This design comes from an exercise in tuning for small area, a short achievable clock period and few clock cycles per item on the open sky130 flow, not from production work.
RTL that was checked went through simulation tests only; none was proved equivalent to the original.

==> lagoon: inputs <==
## sht_codegen
module sht_codegen (
  input  wire         clk,
  input  wire         rst,           
  input  wire [127:0] key,           
  input  wire         req_valid,
  output wire         req_ready,
  input  wire         req_fixed,     
  input  wire [31:0]  req_frame,     
  input  wire [31:0]  req_salt,      
  input  wire [5:0]   req_addr,      
  input  wire [23:0]  req_train,     
  input  wire [5:0]   req_pulses,    
  input  wire [4:0]   req_window,    
  output wire         off_valid,
  input  wire         off_ready,
  output wire [9:0]   off_data,      
  output wire         off_last,      
  output reg  [15:0]  keychk,
  output reg          keychk_valid
);
clock: 12.0 ns
lec_check: 0
cap_margin: 20
cell_pad_in_sites_detail_placement: 2
cell_pad_in_sites_global_placement: 2
core_margin: 2
core_utilization: 30
cts_cluster_diameter: 200
cts_cluster_size: 20
place_density: 0.5
setup_slack_margin: 5
slew_margin: 20
standard.sh (not shown) runs the stock make flow with config.mk's settings and CLKGATE_MAP_FILE= SYNTH_SCRIPT=/design/flow/synth_recipe.tcl, a recipe that flattens the netlist after the stock synthesis.
==> flow/flow/run.sh <==
#!/bin/bash
set -euo pipefail
W=$(pwd)
export FLOW_ABC_SCRIPT="$W/flow/abc.script"
export FLOW_REF_SYNTH="$W/synth_recipe.tcl"
bash standard.sh SYNTH_SCRIPT="$W/flow/synth_abc.tcl" synth > "$W/synth.log" 2>&1
bash standard.sh SETUP_SLACK_MARGIN=8.35 finish > "$W/layout.log" 2>&1
==> flow/flow/abc.script <==
strash
&get -n
&dch -f
&nf
&put
strash
&get -n
&dch -f
&nf
&put
==> flow/flow/synth_abc.tcl <==
# The standard flow's synthesis script (synth_recipe.tcl), with ABC's mapping script
# replaced by flow/abc.script. Everything else, flip-flop mapping included,
# is unchanged.
proc abc {args} {
  set i [lsearch -exact $args -script]
  if { $i >= 0 } {
    lset args [expr { $i + 1 }] $::env(FLOW_ABC_SCRIPT)
  }
  yosys abc {*}$args
}
source $::env(FLOW_REF_SYNTH)
==> inputs of willow, as changes to lagoon <==
--- a/flow/design.v
+++ b/flow/design.v
@@ -223,15 +223,15 @@
   wire [1:0]   ini_d  = (ini != 2'd0) ? ini - 2'd1 : 2'd0;
   wire [4:0]   c_d    = !adv ? c : (c == 5'd19) ? 5'd0 : c + 5'd1;
   wire         go_d   = oa_empty && ob_empty;
   wire         chk_d  = chk_pending && !ld_a;
   wire         bv_d   = b_load ? req_valid : b_valid;
   wire [1:0]   jblk_d = take ? (ld_lastb ? 2'd0 : jblk + 2'd1) : jblk;
   wire [1:0]   lb_d   = b_load ? pulses_m1[4:3] : b_lastblk;
-  wire         adv_d  = (ini_d == 2'd0) && (c_d != 5'd0 || go_d);
+  wire         adv_d  = (ini_d == 2'd0 || ini_d == 2'd1) && (c_d != 5'd0 || go_d);
   wire         rdy_d  = !bv_d || ((jblk_d == lb_d) &&
                         ((c_d == 5'd0 && adv_d && !chk_d) || c_d == 5'd1));
   wire [127:0] pt = chk_pending ? 128'd0 : {base, 32'd0, jblk};
   wire         o_adv = !ov || off_ready;
   wire         e_adv = !ev || o_adv;
   wire         sel_a = !oa_empty;
   wire [15:0]  ra    = oa[16*oa_slot +: 16];
@@ -250,15 +250,15 @@
   wire [20:0]  s3    = es ^ ec ^ ep4;
   wire [20:0]  c3    = {(es[19:0] & ec[19:0]) | (es[19:0] & ep4[19:0]) | (ec[19:0] & ep4[19:0]), 1'b0};
   wire [20:0]  prod  = s3 + c3;
   always @(posedge clk) begin
     if (rst) begin
       b_valid      <= 1'b0;
       jblk         <= 2'd0;
-      ini          <= 2'd2;
+      ini          <= 2'd3;
       c            <= 5'd0;
       go_q         <= 1'b0;
       adv_q        <= 1'b0;
       ld_q         <= 1'b0;
       k1_q         <= 1'b0;
       rdy_q        <= 1'b1;
       chk_pending  <= 1'b1;
@@ -309,20 +309,20 @@
     if (b_load) begin
       base      <= {req_frame, req_salt, req_addr, req_train};
       b_lastblk <= pulses_m1[4:3];
       b_lastcnt <= pulses_m1[2:0];
       b_win     <= req_window;
       b_fixed   <= req_fixed;
     end
+    if (ini == 2'd3)
+      rk <= key;
     if (ini == 2'd2)
-      s <= pt ^ key;
+      w  <= swm;
     if (ini == 2'd1)
-      x <= sm;
-    if (ld_a && chk_pending)
-      wk <= {sr[55:48], sr[79:72], sr[103:96], sr[31:24]};
+      wk <= sw;
     if (adv) begin
       x <= sm;
       if (ld_q)
         s <= pt ^ key;
       else
         s <= s_round;
       if (c[0])
==> flow/flow/run.sh (replaced) <==
#!/bin/bash
set -euo pipefail
W=$(pwd)
export FLOW_ABC_SCRIPT="$W/flow/abc.script"
export FLOW_REF_SYNTH="$W/synth_recipe.tcl"
bash standard.sh SYNTH_SCRIPT="$W/flow/synth_abc.tcl" synth > "$W/synth.log" 2>&1
bash standard.sh SETUP_SLACK_MARGIN=8.25 finish > "$W/layout.log" 2>&1
==> flow/flow/abc.script (replaced) <==
strash
&get -n
&dch -f
&nf
&put
--- a/flow/config.mk
+++ b/flow/config.mk
@@ -11,7 +11,8 @@
 export CORE_MARGIN = 2
 export CORE_UTILIZATION = 30
 export CTS_CLUSTER_DIAMETER = 200
 export CTS_CLUSTER_SIZE = 20
 export PLACE_DENSITY = 0.5
 export SETUP_SLACK_MARGIN = 5
 export SLEW_MARGIN = 20
+export TNS_END_PERCENT = 30
==> comparison <==
- Between lagoon and willow, the lower utilization is in willow (gap 0.24 points).
- Between willow and lagoon, the lower global-route usage is in lagoon (gap 0.18 points).
- Between willow and lagoon, the lower via count is in lagoon (gap about 7%, measured against lagoon).
- Against willow, the wire length of lagoon is lower by 2.7%.
- In lagoon the non-clock buffer count is higher than in willow, by 4.
==> figures <==
quantity	lagoon	willow
Post-detailed-route via-to-cell ratio	4.802	4.786
Max stage delay cell, worst path	sky130_fd_sc_hd__edfxtp_1	sky130_fd_sc_hd__clkdlybuf4s50_1
Tap Count	3026	3150
HPWL after detailed placement	222700 um	231200 um
Area share of the largest cell type after synthesis	48.19%	38.85%
Post-layout nets	6753	7305
Worst endpoint required time	9.60 ns	12.64 ns
Via Count	45462	48658
Horizontal die dimension	486.1 um	490.6 um
Netlist area before placement	69720 um^2	71040 um^2
Status	no timing/DRC/antenna violations	no timing/DRC/antenna violations
Clock-pin slew on the worst setup and hold paths	0.10 ns	0.11 ns
Testbench counts of lagoon, summed over its fixed seeds: cycles 37,634, items 25,639.
Testbench counts of willow, summed over its fixed seeds: cycles 37,634, items 25,639.

* * *

==> trial 9 <==
==> flow/design.v <==
module sht_sbox (input wire [7:0] a, output wire [7:0] y);
  wire U0=a[7],U1=a[6],U2=a[5],U3=a[4],U4=a[3],U5=a[2],U6=a[1],U7=a[0];
  wire T1=U0^U3, T2=U0^U5, T3=U0^U6, T4=U3^U5, T5=U4^U6, T6=T1^T5, T7=U1^U2;
  wire T8=U7^T6, T9=U7^T7, T10=T6^T7, T11=U1^U5, T12=U2^U5, T13=T3^T4, T14=T6^T11;
  wire T15=T5^T11, T16=T5^T12, T17=T9^T16, T18=U3^U7, T19=T7^T18, T20=T1^T19;
  wire T21=U6^U7, T22=T7^T21, T23=T2^T22, T24=T2^T10, T25=T20^T17, T26=T3^T16, T27=T1^T12;
  wire D=U7;
  wire M1=T13&T6, M2=T23&T8, M3=T14^M1, M4=T19&D, M5=M4^M1, M6=T3&T16, M7=T22&T9;
  wire M8=T26^M6, M9=T20&T17, M10=M9^M6, M11=T1&T15, M12=T4&T27, M13=M12^M11;
  wire M14=T2&T10, M15=M14^M11, M16=M3^M2, M17=M5^T24, M18=M8^M7, M19=M10^M15;
  wire M20=M16^M13, M21=M17^M15, M22=M18^M13, M23=M19^T25, M24=M22^M23, M25=M22&M20;
  wire M26=M21^M25, M27=M20^M21, M28=M23^M25, M29=M28&M27, M30=M26&M24, M31=M20&M23;
  wire M32=M27&M31, M33=M27^M25, M34=M21&M22, M35=M24&M34, M36=M24^M25, M37=M21^M29;
  wire M38=M32^M33, M39=M23^M30, M40=M35^M36, M41=M38^M40, M42=M37^M39, M43=M37^M38;
  wire M44=M39^M40, M45=M42^M41;
  wire M46=M44&T6, M47=M40&T8, M48=M39&D, M49=M43&T16, M50=M38&T9, M51=M37&T17;
  wire M52=M42&T15, M53=M45&T27, M54=M41&T10, M55=M44&T13, M56=M40&T23, M57=M39&T19;
  wire M58=M43&T3, M59=M38&T22, M60=M37&T20, M61=M42&T1, M62=M45&T4, M63=M41&T2;
  wire L0=M61^M62, L1=M50^M56, L2=M46^M48, L3=M47^M55, L4=M54^M58, L5=M49^M61;
  wire L6=M62^L5, L7=M46^L3, L8=M51^M59, L9=M52^M53, L10=M53^L4, L11=M60^L2;
  wire L12=M48^M51, L13=M50^L0, L14=M52^M61, L15=M55^L1, L16=M56^L0, L17=M57^L1;
  wire L18=M58^L8, L19=M63^L4, L20=L0^L1, L21=L1^L7, L22=L3^L12, L23=L18^L2;
  wire L24=L15^L9, L25=L6^L10, L26=L7^L9, L27=L8^L10, L28=L11^L14, L29=L11^L17;
  assign y[7]=L6^L24;
  assign y[6]=~(L16^L26);
  assign y[5]=~(L19^L28);
  assign y[4]=L6^L21;
  assign y[3]=L20^L22;
  assign y[2]=L25^L29;
  assign y[1]=~(L13^L27);
  assign y[0]=~(L6^L23);
endmodule
module sht_key_subword (
  input  wire [31:0] w3,
  output wire [31:0] sw
);
  sht_sbox u_s0 (.a(w3[23:16]), .y(sw[31:24]));
  sht_sbox u_s1 (.a(w3[15:8]),  .y(sw[23:16]));
  sht_sbox u_s2 (.a(w3[7:0]),   .y(sw[15:8]));
  sht_sbox u_s3 (.a(w3[31:24]), .y(sw[7:0]));
endmodule
module sht_key_expand (
  input  wire [127:0] rk_in,
  input  wire [31:0]  sw,       
  input  wire [7:0]   rcon,
  output wire [127:0] rk_out
);
  wire [31:0] w0 = rk_in[127:96];
  wire [31:0] w1 = rk_in[95:64];
  wire [31:0] w2 = rk_in[63:32];
  wire [31:0] w3 = rk_in[31:0];
  wire [31:0] t  = sw ^ {rcon, 24'h000000};
  wire [31:0] p0 = w0;
  wire [31:0] p1 = w0 ^ w1;
  wire [31:0] p2 = p1 ^ w2;
  wire [31:0] p3 = p1 ^ (w2 ^ w3);
  assign rk_out = {p0 ^ t, p1 ^ t, p2 ^ t, p3 ^ t};
endmodule
module sht_aes_sub (
  input  wire [127:0] s_in,
  output wire [127:0] sb
);
  genvar i;
  generate
    for (i = 0; i < 16; i = i + 1) begin : g_sub
      sht_sbox u_sbox (.a(s_in[127-8*i -: 8]), .y(sb[127-8*i -: 8]));
    end
  endgenerate
endmodule
module sht_aes_mix (
  input  wire [127:0] sb,
  output wire [127:0] sr,
  output wire [127:0] mc
);
  genvar i, c;
  generate
    for (i = 0; i < 16; i = i + 1) begin : g_shift
      assign sr[127-8*i -: 8] = sb[127-8*((i%4) + 4*(((i/4) + (i%4)) % 4)) -: 8];
    end
    for (c = 0; c < 4; c = c + 1) begin : g_mix
      wire [7:0] a0 = sr[127-32*c -: 8];
      wire [7:0] a1 = sr[119-32*c -: 8];
      wire [7:0] a2 = sr[111-32*c -: 8];
      wire [7:0] a3 = sr[103-32*c -: 8];
      wire [7:0] b0 = a0 ^ a1;
      wire [7:0] b1 = a1 ^ a2;
      wire [7:0] b2 = a2 ^ a3;
      wire [7:0] b3 = a3 ^ a0;
      wire [7:0] t  = b0 ^ b2;
      wire [7:0] d0 = {b0[6:0], 1'b0} ^ (b0[7] ? 8'h1b : 8'h00);
      wire [7:0] d1 = {b1[6:0], 1'b0} ^ (b1[7] ? 8'h1b : 8'h00);
      wire [7:0] d2 = {b2[6:0], 1'b0} ^ (b2[7] ? 8'h1b : 8'h00);
      wire [7:0] d3 = {b3[6:0], 1'b0} ^ (b3[7] ? 8'h1b : 8'h00);
      assign mc[127-32*c -: 8] = a0 ^ t ^ d0;
      assign mc[119-32*c -: 8] = a1 ^ t ^ d1;
      assign mc[111-32*c -: 8] = a2 ^ t ^ d2;
      assign mc[103-32*c -: 8] = a3 ^ t ^ d3;
    end
  endgenerate
endmodule
module sht_codegen (
  input  wire         clk,
  input  wire         rst,           
  input  wire [127:0] key,           
  input  wire         req_valid,
  output wire         req_ready,
  input  wire         req_fixed,     
  input  wire [31:0]  req_frame,     
  input  wire [31:0]  req_salt,      
  input  wire [5:0]   req_addr,      
  input  wire [23:0]  req_train,     
  input  wire [5:0]   req_pulses,    
  input  wire [4:0]   req_window,    
  output wire         off_valid,
  input  wire         off_ready,
  output wire [9:0]   off_data,      
  output wire         off_last,      
  output reg  [15:0]  keychk,
  output reg          keychk_valid
);
  reg         b_valid;
  reg  [93:0] base;          
  reg  [1:0]  b_lastblk;     
  reg  [2:0]  b_lastcnt;     
  reg  [4:0]  b_win;
  reg         b_fixed;
  reg  [1:0]  jblk;          
  reg  [1:0]   ini;          
  reg  [4:0]   c;            
  reg  [127:0] s;            
  reg  [127:0] x;            
  reg  [127:0] rk;           
  reg  [31:0]  w;            
  reg  [127:0] rk1;          
  reg          go_q;         
  reg          adv_q;        
  reg          ld_q;         
  reg          rdy_q;        
  reg          chk_pending;  
  reg          ja_v, ja_chk, ja_last, ja_fixed;
  reg  [2:0]   ja_cnt;       
  reg  [4:0]   ja_win;
  reg          jb_v, jb_last, jb_fixed;
  reg  [2:0]   jb_cnt;
  reg  [4:0]   jb_win;
  reg  [127:0] oa, ob;
  reg  [3:0]   oa_rem, ob_rem;      
  reg  [2:0]   oa_slot, ob_slot;    
  reg          oa_last, ob_last;    
  reg  [4:0]   oa_win, ob_win;
  reg          oa_fixed, ob_fixed;
  reg          ev;
  reg  [15:0]  er;
  reg  [4:0]   ew;
  reg          ef, el;
  reg          ov;
  reg  [9:0]   od;
  reg          ol;
  wire [127:0] sb, sr, mc;
  wire [31:0]  sw;
  wire [127:0] rk_next;
  reg  [7:0]   rcon;
  sht_aes_sub     u_sub (.s_in(s), .sb(sb));
  sht_aes_mix     u_mix (.sb(x), .sr(sr), .mc(mc));
  sht_key_subword u_ksw (.w3(rk[31:0]), .sw(sw));
  sht_key_expand u_kex (.rk_in(rk), .sw(w), .rcon(rcon), .rk_out(rk_next));
  always @(*) begin
    case (c)
      5'd3:    rcon = 8'h02;
      5'd5:    rcon = 8'h04;
      5'd7:    rcon = 8'h08;
      5'd9:    rcon = 8'h10;
      5'd11:   rcon = 8'h20;
      5'd13:   rcon = 8'h40;
      5'd15:   rcon = 8'h80;
      5'd17:   rcon = 8'h1b;
      5'd19:   rcon = 8'h36;
      default: rcon = 8'h01;     
    endcase
  end
  wire [127:0] s_round = mc ^ rk;    
  wire [127:0] s_final = sr ^ rk;    
  wire oa_empty = (oa_rem == 4'd0);
  wire ob_empty = (ob_rem == 4'd0);
  wire at_a     = (c == 5'd0);
  wire at_b     = (c == 5'd1);
  wire adv      = adv_q;
  wire ld_a     = at_a && adv;
  wire take     = b_valid && ((ld_a && !chk_pending) || at_b);
  wire ld_lastb = (jblk == b_lastblk);
  wire take_last = take && ld_lastb;
  wire b_load   = rdy_q;      
  assign req_ready = rdy_q;
  wire [5:0]   pulses_m1 = req_pulses - 6'd1;
  wire [1:0]   ini_d  = (ini != 2'd0) ? ini - 2'd1 : 2'd0;
  wire [4:0]   c_d    = !adv ? c : (c == 5'd19) ? 5'd0 : c + 5'd1;
  wire         go_d   = oa_empty && ob_empty;
  wire         chk_d  = chk_pending && !ld_a;
  wire         bv_d   = b_load ? req_valid : b_valid;
  wire [1:0]   jblk_d = take ? (ld_lastb ? 2'd0 : jblk + 2'd1) : jblk;
  wire [1:0]   lb_d   = b_load ? pulses_m1[4:3] : b_lastblk;
  wire         adv_d  = (ini_d == 2'd0 || ini_d == 2'd1) && (c_d != 5'd0 || go_d);
  wire         rdy_d  = !bv_d || ((jblk_d == lb_d) &&
                        ((c_d == 5'd0 && adv_d && !chk_d) || c_d == 5'd1));
  wire [127:0] pt = chk_pending ? 128'd0 : {base, 32'd0, jblk};
  wire         o_adv = !ov || off_ready;
  wire         e_adv = !ev || o_adv;
  wire         sel_a = !oa_empty;
  wire [15:0]  ra    = oa[16*oa_slot +: 16];
  wire [15:0]  rb    = ob[16*ob_slot +: 16];
  wire [20:0]  prod  = er * ew;
  always @(posedge clk) begin
    if (rst) begin
      b_valid      <= 1'b0;
      jblk         <= 2'd0;
      ini          <= 2'd3;
      c            <= 5'd0;
      go_q         <= 1'b0;
      adv_q        <= 1'b0;
      ld_q         <= 1'b0;
      rdy_q        <= 1'b1;
      chk_pending  <= 1'b1;
      ja_v         <= 1'b0;
      jb_v         <= 1'b0;
      keychk_valid <= 1'b0;
      oa_rem       <= 4'd0;
      ob_rem       <= 4'd0;
      ev           <= 1'b0;
      ov           <= 1'b0;
    end else begin
      ini   <= ini_d;
      go_q  <= go_d;
      adv_q <= adv_d;
      ld_q  <= (c_d == 5'd0) || (c_d == 5'd1);
      rdy_q <= rdy_d;
      if (b_load) begin
        b_valid   <= req_valid;
        base      <= {req_frame, req_salt, req_addr, req_train};
        b_lastblk <= pulses_m1[4:3];
        b_lastcnt <= pulses_m1[2:0];
        b_win     <= req_window;
        b_fixed   <= req_fixed;
      end
      if (take)
        jblk <= ld_lastb ? 2'd0 : jblk + 2'd1;
      if (ini == 2'd3)
        rk  <= key;
      if (ini == 2'd2)
        w   <= sw;
      if (ini == 2'd1)
        rk1 <= rk_next;
      c <= c_d;
      if (adv) begin
        x <= sb;
        if (ld_q)
          s <= pt ^ key;
        else
          s <= s_round;
        if (at_b)
          rk <= rk1;
        else if (c[0])
          rk <= rk_next;
        else if (c != 5'd0)
          w <= sw;
      end
      if (ld_a) begin
        if (ja_v && ja_chk) begin
          keychk       <= s_final[15:0];
          keychk_valid <= 1'b1;
        end
        if (ja_v && !ja_chk) begin
          oa       <= s_final;
          oa_rem   <= {1'b0, ja_cnt} + 4'd1;
          oa_slot  <= 3'd0;
          oa_last  <= ja_last;
          oa_win   <= ja_win;
          oa_fixed <= ja_fixed;
        end
        ja_v     <= chk_pending || b_valid;
        ja_chk   <= chk_pending;
        ja_last  <= ld_lastb;
        ja_cnt   <= ld_lastb ? b_lastcnt : 3'd7;
        ja_win   <= b_win;
        ja_fixed <= b_fixed;
        chk_pending <= 1'b0;
      end
      if (at_b) begin
        if (jb_v) begin
          ob       <= s_final;
          ob_rem   <= {1'b0, jb_cnt} + 4'd1;
          ob_slot  <= 3'd0;
          ob_last  <= jb_last;
          ob_win   <= jb_win;
          ob_fixed <= jb_fixed;
        end
        jb_v     <= b_valid;
        jb_last  <= ld_lastb;
        jb_cnt   <= ld_lastb ? b_lastcnt : 3'd7;
        jb_win   <= b_win;
        jb_fixed <= b_fixed;
      end
      if (o_adv) begin
        ov <= ev;
        od <= ef ? 10'd0 : prod[20:11];
        ol <= el;
      end
      if (e_adv) begin
        ev <= !oa_empty || !ob_empty;
        if (sel_a) begin
          er      <= ra;
          ew      <= oa_win;
          ef      <= oa_fixed;
          el      <= oa_last && (oa_rem == 4'd1);
          oa_slot <= oa_slot + 3'd1;
          oa_rem  <= oa_rem - 4'd1;
        end else begin
          er      <= rb;
          ew      <= ob_win;
          ef      <= ob_fixed;
          el      <= ob_last && (ob_rem == 4'd1);
          if (!ob_empty) begin
            ob_slot <= ob_slot + 3'd1;
            ob_rem  <= ob_rem - 4'd1;
          end
        end
      end
    end
  end
  assign off_valid = ov;
  assign off_data  = od;
  assign off_last  = ol;
endmodule
==> flow/run.sh <==
#!/bin/bash
# synth_recipe.tcl (not shown) runs the flow's synth.tcl, then flattens the netlist and writes it again
# the make line also repeats each setting of config.mk as NAME=value (left out here)
make -C /OpenROAD-flow-scripts/flow DESIGN_CONFIG=/design/flow/config.mk WORK_HOME=/design/flow/orfs CLKGATE_MAP_FILE= SYNTH_SCRIPT=/design/flow/synth_recipe.tcl finish
==> flow/config.mk <==
export PLATFORM = sky130hd
export DESIGN_NAME = sht_codegen
export DESIGN_NICKNAME = sht_codegen
export VERILOG_FILES = /design/flow/design.v
export SDC_FILE = /design/flow/constraint.sdc
export NUM_CORES = 4
export LEC_CHECK = 0
export CAP_MARGIN = 20
export CELL_PAD_IN_SITES_DETAIL_PLACEMENT = 2
export CELL_PAD_IN_SITES_GLOBAL_PLACEMENT = 2
export CORE_MARGIN = 2
export CORE_UTILIZATION = 30
export PLACE_DENSITY = 0.5
export SETUP_SLACK_MARGIN = 5
export SLEW_MARGIN = 20
==> flow/constraint.sdc <==
create_clock -name core_clock -period 12.0 [get_ports {clk}]
set_input_delay 2.4000 -clock core_clock [delete_from_list [all_inputs] [get_ports {clk}]]
set_output_delay 2.4000 -clock core_clock [all_outputs]
set_load 0.01 [all_outputs]
==> inputs of trial 73, as changes to trial 9 <==
--- a/flow/design.v
+++ b/flow/design.v
@@ -1,2 +1,2 @@
-module sht_sbox (input wire [7:0] a, output wire [7:0] y);
+module sht_sbox_hi (input wire [7:0] a, output wire [17:0] m);
   wire U0=a[7],U1=a[6],U2=a[5],U3=a[4],U4=a[3],U5=a[2],U6=a[1],U7=a[0];
@@ -18,2 +18,7 @@
   wire M58=M43&T3, M59=M38&T22, M60=M37&T20, M61=M42&T1, M62=M45&T4, M63=M41&T2;
+  assign m = {M46, M47, M48, M49, M50, M51, M52, M53, M54, M55, M56, M57, M58, M59, M60, M61, M62, M63};
+endmodule
+module sht_sbox_lo (input wire [17:0] m, output wire [7:0] y);
+  wire M46, M47, M48, M49, M50, M51, M52, M53, M54, M55, M56, M57, M58, M59, M60, M61, M62, M63;
+  assign {M46, M47, M48, M49, M50, M51, M52, M53, M54, M55, M56, M57, M58, M59, M60, M61, M62, M63} = m;
   wire L0=M61^M62, L1=M50^M56, L2=M46^M48, L3=M47^M55, L4=M54^M58, L5=M49^M61;
@@ -34,8 +39,17 @@
   input  wire [31:0] w3,
+  output wire [71:0] swm
+);
+  sht_sbox_hi u_s0 (.a(w3[23:16]), .m(swm[71:54]));
+  sht_sbox_hi u_s1 (.a(w3[15:8]),  .m(swm[53:36]));
+  sht_sbox_hi u_s2 (.a(w3[7:0]),   .m(swm[35:18]));
+  sht_sbox_hi u_s3 (.a(w3[31:24]), .m(swm[17:0]));
+endmodule
+module sht_key_lo (
+  input  wire [71:0] swm,
   output wire [31:0] sw
 );
-  sht_sbox u_s0 (.a(w3[23:16]), .y(sw[31:24]));
-  sht_sbox u_s1 (.a(w3[15:8]),  .y(sw[23:16]));
-  sht_sbox u_s2 (.a(w3[7:0]),   .y(sw[15:8]));
-  sht_sbox u_s3 (.a(w3[31:24]), .y(sw[7:0]));
+  sht_sbox_lo u_s0 (.m(swm[71:54]), .y(sw[31:24]));
+  sht_sbox_lo u_s1 (.m(swm[53:36]), .y(sw[23:16]));
+  sht_sbox_lo u_s2 (.m(swm[35:18]), .y(sw[15:8]));
+  sht_sbox_lo u_s3 (.m(swm[17:0]),  .y(sw[7:0]));
 endmodule
@@ -60,3 +74,3 @@
   input  wire [127:0] s_in,
-  output wire [127:0] sb
+  output wire [287:0] sm
 );
@@ -65,3 +79,3 @@
     for (i = 0; i < 16; i = i + 1) begin : g_sub
-      sht_sbox u_sbox (.a(s_in[127-8*i -: 8]), .y(sb[127-8*i -: 8]));
+      sht_sbox_hi u_sbox (.a(s_in[127-8*i -: 8]), .m(sm[287-18*i -: 18]));
     end
@@ -70,3 +84,3 @@
 module sht_aes_mix (
-  input  wire [127:0] sb,
+  input  wire [287:0] sm,
   output wire [127:0] sr,
@@ -74,4 +88,8 @@
 );
+  wire [127:0] sb;    
   genvar i, c;
   generate
+    for (i = 0; i < 16; i = i + 1) begin : g_sub
+      sht_sbox_lo u_sbox (.m(sm[287-18*i -: 18]), .y(sb[127-8*i -: 8]));
+    end
     for (i = 0; i < 16; i = i + 1) begin : g_shift
@@ -130,6 +148,7 @@
   reg  [127:0] s;            
-  reg  [127:0] x;            
+  reg  [287:0] x;            
   reg  [127:0] rk;           
-  reg  [31:0]  w;            
-  reg  [127:0] rk1;          
+  reg  [71:0]  w;            
+  reg  [31:0]  wk;           
+  reg          k1_q;         
   reg          go_q;         
@@ -152,4 +171,4 @@
   reg          ev;
-  reg  [15:0]  er;
-  reg  [4:0]   ew;
+  reg  [20:0]  es, ec;       
+  reg  [15:0]  ep;
   reg          ef, el;
@@ -158,12 +177,21 @@
   reg          ol;
-  wire [127:0] sb, sr, mc;
-  wire [31:0]  sw;
+  wire [287:0] sm;
+  wire [127:0] sr, mc;
+  wire [71:0]  swm;
   wire [127:0] rk_next;
   reg  [7:0]   rcon;
-  sht_aes_sub     u_sub (.s_in(s), .sb(sb));
-  sht_aes_mix     u_mix (.sb(x), .sr(sr), .mc(mc));
-  sht_key_subword u_ksw (.w3(rk[31:0]), .sw(sw));
-  sht_key_expand u_kex (.rk_in(rk), .sw(w), .rcon(rcon), .rk_out(rk_next));
+  sht_aes_sub     u_sub (.s_in(s), .sm(sm));
+  sht_aes_mix     u_mix (.sm(x), .sr(sr), .mc(mc));
+  sht_key_subword u_ksw (.w3(rk[31:0]), .swm(swm));
+  wire [31:0] sw;
+  sht_key_lo     u_klo (.swm(w), .sw(sw));
+  sht_key_expand u_kex (
+    .rk_in (k1_q ? key : rk),
+    .sw    (k1_q ? wk : sw),
+    .rcon  (rcon),
+    .rk_out(rk_next)
+  );
   always @(*) begin
     case (c)
+      5'd1:    rcon = 8'h01;
       5'd3:    rcon = 8'h02;
@@ -177,3 +205,3 @@
       5'd19:   rcon = 8'h36;
-      default: rcon = 8'h01;     
+      default: rcon = 8'h00;
     endcase
@@ -210,3 +238,16 @@
   wire [15:0]  rb    = ob[16*ob_slot +: 16];
-  wire [20:0]  prod  = er * ew;
+  wire [15:0]  rsel  = sel_a ? ra : rb;
+  wire [4:0]   wsel  = sel_a ? oa_win : ob_win;
+  wire [20:0]  pp0   = wsel[0] ? {5'd0, rsel}        : 21'd0;
+  wire [20:0]  pp1   = wsel[1] ? {4'd0, rsel, 1'b0}  : 21'd0;
+  wire [20:0]  pp2   = wsel[2] ? {3'd0, rsel, 2'b0}  : 21'd0;
+  wire [20:0]  pp3   = wsel[3] ? {2'd0, rsel, 3'b0}  : 21'd0;
+  wire [20:0]  s1    = pp0 ^ pp1 ^ pp2;
+  wire [20:0]  c1    = {(pp0[19:0] & pp1[19:0]) | (pp0[19:0] & pp2[19:0]) | (pp1[19:0] & pp2[19:0]), 1'b0};
+  wire [20:0]  s2    = s1 ^ c1 ^ pp3;
+  wire [20:0]  c2    = {(s1[19:0] & c1[19:0]) | (s1[19:0] & pp3[19:0]) | (c1[19:0] & pp3[19:0]), 1'b0};
+  wire [20:0]  ep4   = {1'b0, ep, 4'b0};
+  wire [20:0]  s3    = es ^ ec ^ ep4;
+  wire [20:0]  c3    = {(es[19:0] & ec[19:0]) | (es[19:0] & ep4[19:0]) | (ec[19:0] & ep4[19:0]), 1'b0};
+  wire [20:0]  prod  = s3 + c3;
   always @(posedge clk) begin
@@ -220,2 +261,3 @@
       ld_q         <= 1'b0;
+      k1_q         <= 1'b0;
       rdy_q        <= 1'b1;
@@ -234,2 +276,3 @@
       ld_q  <= (c_d == 5'd0) || (c_d == 5'd1);
+      k1_q  <= (c_d == 5'd1);
       rdy_q <= rdy_d;
@@ -248,8 +291,8 @@
       if (ini == 2'd2)
-        w   <= sw;
+        w   <= swm;
       if (ini == 2'd1)
-        rk1 <= rk_next;
+        wk  <= sw;
       c <= c_d;
       if (adv) begin
-        x <= sb;
+        x <= sm;
         if (ld_q)
@@ -258,8 +301,6 @@
           s <= s_round;
-        if (at_b)
-          rk <= rk1;
-        else if (c[0])
+        if (c[0])
           rk <= rk_next;
         else if (c != 5'd0)
-          w <= sw;
+          w <= swm;
       end
@@ -309,4 +350,5 @@
         if (sel_a) begin
-          er      <= ra;
-          ew      <= oa_win;
+          es      <= s2;
+          ec      <= c2;
+          ep      <= wsel[4] ? rsel : 16'd0;
           ef      <= oa_fixed;
@@ -316,4 +358,5 @@
         end else begin
-          er      <= rb;
-          ew      <= ob_win;
+          es      <= s2;
+          ec      <= c2;
+          ep      <= wsel[4] ? rsel : 16'd0;
           ef      <= ob_fixed;
==> flow/flow/run.sh (new file) <==
#!/bin/bash
# Own layout flow: the standard flow (standard.sh), except that the
# synthesis maps the combinational logic with an area-oriented ABC script
# (flow/abc.script) that keeps the XOR gates of the AES datapath as XOR
# cells. Registers are mapped before ABC runs, so they are the standard
# synthesis's. Each step's output goes to a log file in this folder.
set -euo pipefail
W=$(pwd)
export FLOW_ABC_SCRIPT="$W/flow/abc.script"
export FLOW_REF_SYNTH="$W/synth_recipe.tcl"
bash standard.sh SYNTH_SCRIPT="$W/flow/synth_abc.tcl" synth > "$W/synth.log" 2>&1
bash standard.sh SETUP_SLACK_MARGIN=8.5 finish > "$W/layout.log" 2>&1
==> flow/flow/abc.script (new file) <==
strash
&get -n
&dch -f
&nf
&put
==> flow/flow/synth_abc.tcl (new file) <==
# The standard flow's synthesis script (synth_recipe.tcl), with ABC's mapping script
# replaced by flow/abc.script. Everything else, flip-flop mapping included,
# is unchanged.
proc abc {args} {
  set i [lsearch -exact $args -script]
  if { $i >= 0 } {
    lset args [expr { $i + 1 }] $::env(FLOW_ABC_SCRIPT)
  }
  yosys abc {*}$args
}
source $::env(FLOW_REF_SYNTH)
==> flow/standard.sh (new file) <==
#!/bin/bash
# synth_recipe.tcl (not shown) runs the flow's synth.tcl, then flattens the netlist and writes it again
# the make line also repeats each setting of config.mk as NAME=value (left out here)
make -C /OpenROAD-flow-scripts/flow DESIGN_CONFIG=/design/flow/config.mk WORK_HOME=/design/flow/orfs CLKGATE_MAP_FILE= SYNTH_SCRIPT=/design/flow/synth_recipe.tcl "${@:-finish}"
--- a/flow/config.mk
+++ b/flow/config.mk
@@ -7,2 +7,3 @@
 export LEC_CHECK = 0
+export ABC_AREA = 1
 export CAP_MARGIN = 20
removed: flow/run.sh
==> inputs of trial 75, as changes to trial 9 <==
==> flow/flow/run.sh (new file) <==
#!/bin/bash
# Own layout flow: the standard flow (standard.sh), except that the
# synthesis maps the combinational logic with an area-oriented ABC script
# (flow/abc.script) that keeps the XOR gates of the AES datapath as XOR
# cells. Registers are mapped before ABC runs, so they are the standard
# synthesis's. Each step's output goes to a log file in this folder.
set -euo pipefail
W=$(pwd)
export FLOW_ABC_SCRIPT="$W/flow/abc.script"
export FLOW_REF_SYNTH="$W/synth_recipe.tcl"
bash standard.sh SYNTH_SCRIPT="$W/flow/synth_abc.tcl" synth > "$W/synth.log" 2>&1
bash standard.sh SETUP_SLACK_MARGIN=6.5 finish > "$W/layout.log" 2>&1
==> flow/flow/abc.script (new file) <==
strash
&get -n
&dch -f
&nf
&put
==> flow/flow/synth_abc.tcl (new file) <==
# The standard flow's synthesis script (synth_recipe.tcl), with ABC's mapping script
# replaced by flow/abc.script. Everything else, flip-flop mapping included,
# is unchanged.
proc abc {args} {
  set i [lsearch -exact $args -script]
  if { $i >= 0 } {
    lset args [expr { $i + 1 }] $::env(FLOW_ABC_SCRIPT)
  }
  yosys abc {*}$args
}
source $::env(FLOW_REF_SYNTH)
==> flow/standard.sh (new file) <==
#!/bin/bash
# synth_recipe.tcl (not shown) runs the flow's synth.tcl, then flattens the netlist and writes it again
# the make line also repeats each setting of config.mk as NAME=value (left out here)
make -C /OpenROAD-flow-scripts/flow DESIGN_CONFIG=/design/flow/config.mk WORK_HOME=/design/flow/orfs CLKGATE_MAP_FILE= SYNTH_SCRIPT=/design/flow/synth_recipe.tcl "${@:-finish}"
--- a/flow/config.mk
+++ b/flow/config.mk
@@ -7,2 +7,3 @@
 export LEC_CHECK = 0
+export ABC_AREA = 1
 export CAP_MARGIN = 20
removed: flow/run.sh
==> comparison <==
Against trial 73, the critical path depth of trial 9 is higher by 15.
Wire length, lowest first: trial 75, trial 73, trial 9.
Cell count, highest first: trial 9, trial 73, trial 75.
Of trial 9 and trial 75, trial 9 has the higher die area (gap about 18%, measured against trial 75).
Against trial 75, the synthesized cell count of trial 73 is higher by about 1.2%.
Hold slack: trial 73 > trial 75 > trial 9.
Worst setup slack, lowest first: trial 9, trial 75, trial 73.
Testbench counts of trial 9, summed over its fixed seeds: cycles 37,634, items 25,639.
Testbench counts of trial 75, summed over its fixed seeds: cycles 37,634, items 25,639.
For trial 73, only the layout was checked, not whether the RTL still works.

## afterwards: timing with drivers on the ports
The results above use ideal ports. As a check the final layouts listed here were re-extracted and re-timed, cells and wires unchanged. Step 1 sets driving cells, clkbuf_16 on the clock port and buf_2 on the other inputs (assumed; they add their load-dependent delay and slew). Step 2, shift: input delay + t, output delay - t, t = (earliest + latest rising clock arrival at the registers) / 2. This alone moves slack from input paths to output paths. Slacks: ideal / step 1 / step 2; pairs: ideal / step 1.
| run | t, ns | slack for setup (ns) | slew at the worst register clock pin (ns) | worst data-port slew with drivers (ns) | cell pins on the clock port's net |
|---|---|---|---|---|---|
| lagoon | 0.816 | 8.065 / 7.977 / 7.537 | 0.11 / 0.11 | 0.06 | 1 |
| willow | 0.817 | 8.143 / 8.100 / 7.384 | 0.12 / 0.12 | 0.09 | 1 |
| trial 9 | 0.912 | 5.495 / 5.495 / 5.495 | 0.08 / 0.08 | 0.09 | 1 |
| trial 73 | 0.903 | 8.164 / 8.067 / 7.645 | 0.07 / 0.07 | 0.09 | 1 |
| trial 75 | 0.880 | 6.738 / 6.738 / 6.482 | 0.07 / 0.07 | 0.07 | 1 |
After both steps every run listed still meets setup and hold. For willow, which loses most, drivers alone change the setup slack by -0.043 ns; drivers and shift together by -0.759 ns.
